This is an optimization exercise on Yosys and OpenROAD, whose aim is small area, a short achievable clock period and few clock cycles per item, not a production implementation. Where RTL was checked, it was by simulation tests only, not by an equivalence proof against the original.

Design cmp_coder, start of the top module:
module cmp_coder (
    input  wire        clk,
    input  wire        rst,         
    input  wire [1:0]  cfg_fmt,     
    input  wire [1:0]  cfg_type,    
    input  wire        cfg_pred,    
    input  wire [2:0]  cfg_e,       
    input  wire        in_valid,
    output wire        in_ready,
    input  wire [15:0] in_pix,
    input  wire        in_last,
    output reg         out_valid,
    input  wire        out_ready,
    output reg  [31:0] out_data,
    output reg         out_last,
    output wire [15:0] res_len,     
    output wire [15:0] res_npix,    
    output wire [31:0] res_crc      
);
Size in the first run: roughly 3800 cells after synthesis, about 450 flip-flops, ~35000 um2 of cells after synthesis.
clock: 55.0 ns
lec_check: 0
cap_margin: 20
core_margin: 2
core_utilization: 55
cts_cluster_diameter: 80
cts_cluster_size: 34
slew_margin: 20
standard.sh (not shown) runs the stock make flow with config.mk's settings and CLKGATE_MAP_FILE= SYNTH_SCRIPT=/design/flow/synth_recipe.tcl, a recipe that flattens the netlist after the stock synthesis.
==> flow/flow/run.sh <==
#!/bin/bash
set -uo pipefail
export SETUP_SLACK_MARGIN=42.8
bash standard.sh > standard.log 2>&1
The first run finished with timing, DRC and antenna clean.
==> next run, changes <==
==> flow/flow/run.sh (replaced) <==
#!/bin/bash
set -uo pipefail
export SETUP_SLACK_MARGIN=43
bash standard.sh > standard.log 2>&1
Clock skew goes up by 0.0051 ns.
Routed wire length goes down slightly.
Die area does not change.
Utilization goes up by 0.36 points.
==> next run, changes <==
==> flow/flow/run.sh (replaced) <==
#!/bin/bash
set -uo pipefail
export SETUP_SLACK_MARGIN=42.6
bash standard.sh > standard.log 2>&1
After rerunning: First-iteration DRC count fell by about 11%; synthesized area does not change; hold slack got worse by 0.0058 ns; setup slack is worse by 0.093 ns; global-route usage falls by 0.19 points.
No functional check of the RTL was part of any run of this note.

* * *

## job 4756
Another version of the RTL of cmp_coder (not shown whole).
Size: about 3,800 cells after synthesis, roughly 470 flip-flops, ~130 I/O pins, about 0.036 sq mm of cells after synthesis.
clock: 55.0 ns
lec_check: 0
cap_margin: 20
core_margin: 2
core_utilization: 40
cts_buf_list: sky130_fd_sc_hd__clkbuf_8
cts_cluster_size: 30
slew_margin: 20
==> flow/flow/run.sh <==
#!/bin/bash
set -uo pipefail
export SETUP_SLACK_MARGIN=43
bash standard.sh > standard.log 2>&1
Job 4756: flow completed, timing, DRC and antenna clean
Testbench counts of job 4756, summed over its fixed seeds: cycles 139,476, pixels 137,713.
Edits applied to the flow inputs when going from job 4756 to job 896:
==> flow/run.sh (new file) <==
#!/bin/bash
# synth_recipe.tcl (not shown) runs the flow's synth.tcl, then flattens the netlist and writes it again
# the make line also repeats each setting of config.mk as NAME=value (left out here)
make -C /OpenROAD-flow-scripts/flow DESIGN_CONFIG=/design/flow/config.mk WORK_HOME=/design/flow/orfs CLKGATE_MAP_FILE= SYNTH_SCRIPT=/design/flow/synth_recipe.tcl finish
-- flow/config.mk --
<<< job 4756, line 11
export CTS_BUF_LIST = sky130_fd_sc_hd__clkbuf_8
export CTS_CLUSTER_SIZE = 30
>>> job 896, line 11
removed: flow/flow/run.sh
removed: flow/standard.sh
[summary]
For job 4756, the capturing instance or port of the critical path was res_crc[1], unlike job 896, where it was rdy$_SDFF_PP0_.
Between job 896 and job 4756, the difference in core utilization is negligible.
Comparing job 896 and job 4756, the lower clock latency on the worst-skew pair was measured on job 896.
| minimum setup slack in the final design | job 896 vs job 4756 | worse |
| first-pass GRT wire length | job 896 vs job 4756 | better |
[compare] base=job 4756 new=job 896: design area saw little to no change, area added between synthesis and finish moved up.
Job 4756 and job 896 ended up with roughly the same post-detailed-route DRC marker count.
The inputs of job 3000 differ from those of job 896 as listed below.
==> flow/flow/run.sh (new file) <==
#!/bin/bash
set -uo pipefail
export SETUP_SLACK_MARGIN=43
bash standard.sh > standard.log 2>&1
==> flow/standard.sh (new file) <==
#!/bin/bash
# synth_recipe.tcl (not shown) runs the flow's synth.tcl, then flattens the netlist and writes it again
# the make line also repeats each setting of config.mk as NAME=value (left out here)
make -C /OpenROAD-flow-scripts/flow DESIGN_CONFIG=/design/flow/config.mk WORK_HOME=/design/flow/orfs CLKGATE_MAP_FILE= SYNTH_SCRIPT=/design/flow/synth_recipe.tcl "${@:-finish}"
removed: flow/run.sh
--- outcome ---
- Status: fraction of met3 tracks used by global routing parity (job 3000, job 896)
- Compared to job 896, job 3000 has global-route usage 0.69 points higher.
- Detailed-placement wirelength estimate (higher): job 3000
- Job 3000 against job 896: slack of the critical path went up by 770 ps, clock network latency to the later pin of the worst-skew pair up 30 ps.
- [compare] base=job 896 new=job 3000: number of logic stages on the critical path including buffering down 9, global-route wire length before repair higher.
Relative to job 3000, the following input files were edited for job 4923:
-- flow/config.mk --
<<< job 3000, line 11
>>> job 4923, line 11
export CTS_BUF_LIST = sky130_fd_sc_hd__clkbuf_4
export CTS_CLUSTER_SIZE = 20
--- outcome ---
- | distinct cell type count of the synthesized netlist | job 4923 vs job 3000 | ≈ equal |
- Clock-pin slew on the worst setup and hold paths delta (job 4923 -> job 3000): insignificant
- Per the comparison of job 4923 with job 3000, least setup slack across all paths after layout decreased 380 ps; full die area essentially unchanged; sequential share of layout area essentially unchanged.
- Final area: job 4923 lower than job 3000
- Job 3000 -> job 4923: met2 global-route usage flat
- Comparing job 4923 and job 3000, the lower fraction of layout cells with a size suffix above 1 is on job 3000.

* * *

== north ==
cmp_coder, a different RTL version from the one above (not shown whole).
Size: about 3800 cells after synthesis, roughly 0.036 sq mm of cells after synthesis.
==> flow/config.mk <==
export PLATFORM = sky130hd
export DESIGN_NAME = cmp_coder
export DESIGN_NICKNAME = cmp_coder
export VERILOG_FILES = /design/flow/design.v
export SDC_FILE = /design/flow/constraint.sdc
export NUM_CORES = 4
export LEC_CHECK = 0
export CAP_MARGIN = 20
export CORE_MARGIN = 2
export CORE_UTILIZATION = 40
export CTS_CLUSTER_DIAMETER = 70
export CTS_CLUSTER_SIZE = 32
export SLEW_MARGIN = 20
==> flow/constraint.sdc <==
create_clock -name core_clock -period 55.0 [get_ports {clk}]
set_input_delay 11.0000 -clock core_clock [delete_from_list [all_inputs] [get_ports {clk}]]
set_output_delay 11.0000 -clock core_clock [all_outputs]
set_load 0.01 [all_outputs]
==> flow/flow/run.sh <==
#!/bin/bash
set -uo pipefail
export SETUP_SLACK_MARGIN=43
bash standard.sh > standard.log 2>&1
[inputs] west vs north
# north
export LEC_CHECK = 0
export CAP_MARGIN = 20
export CORE_MARGIN = 2
export CORE_UTILIZATION = 40
export CTS_CLUSTER_DIAMETER = 70
export CTS_CLUSTER_SIZE = 32
export SLEW_MARGIN = 20
create_clock -name core_clock -period 55.0 [get_ports {clk}]
# west
export LEC_CHECK = 0
export CAP_MARGIN = 20
export CORE_MARGIN = 2
export CORE_UTILIZATION = 65
export CTS_CLUSTER_DIAMETER = 80
export CTS_CLUSTER_SIZE = 34
export SLEW_MARGIN = 20
create_clock -name core_clock -period 55.0 [get_ports {clk}]
Results
- Taking north as the reference, in west clock buffer count in the final layout decreased 12; delay of the slowest cell on the worst path -0.11 ns.
- west against north: number of sequential cells now sits at about the same level; design area shrank by 2.8%.
- Summary of west over north: number of buffers other than clock buffers in the final layout up 3.
- west has more setup slack than north.
- crc[1] as the start point of the critical path was reported by north, and crc[9] by west.
- In the reports for north and west, the larger synthesis-to-finish area growth belongs to north.
No run of this note included a check of the RTL's function; only the layout flow was run.

port drivers added, routing unchanged:
Ports are ideal in the flow. The routed layouts listed here were re-timed in OpenROAD.
Step 1, drivers: a clkbuf_16 drives clk and a buf_2 each remaining input, both assumed.
Step 2 adds t to the input delays and takes it off the output delays; t is the mean of the earliest and latest rising clock arrival at the registers after step 1. Input paths then give back, and output paths get back, about the clock's delay inside the block.
Slacks: ideal ports / drivers / drivers and shift; pairs: ideal ports / drivers.
run	shift t [ns]	slack for setup (ns)	clock arrival spread, ns	worst slew at a driven data input, ns	pins driven straight from the clock port
the first run of note 1	0.701	42.727 / 42.658 / 42.196	0.045 / 0.045	0.06	1
the second run of note 1	0.672	42.735 / 42.670 / 42.645	0.048 / 0.048	0.07	1
the third run of note 1	0.694	42.642 / 42.577 / 42.045	0.051 / 0.051	0.07	1
job 4756	0.711	42.660 / 42.607 / 42.352	0.054 / 0.054	0.12	1
job 896	0.673	41.900 / 41.930 / 41.256	0.021 / 0.021	0.14	1
job 3000	0.689	42.673 / 42.613 / 42.322	0.049 / 0.049	0.14	1
job 4923	1.042	42.297 / 42.242 / 41.894	0.079 / 0.079	0.12	1
north	0.655	42.642 / 42.576 / 42.488	0.053 / 0.053	0.06	1
west	0.657	42.761 / 42.701 / 42.494	0.041 / 0.040	0.09	1
After both steps every run listed still meets setup and hold. The setup slack of job 896, which loses most, moves by +0.030 ns with the drivers and by -0.644 ns with both steps.
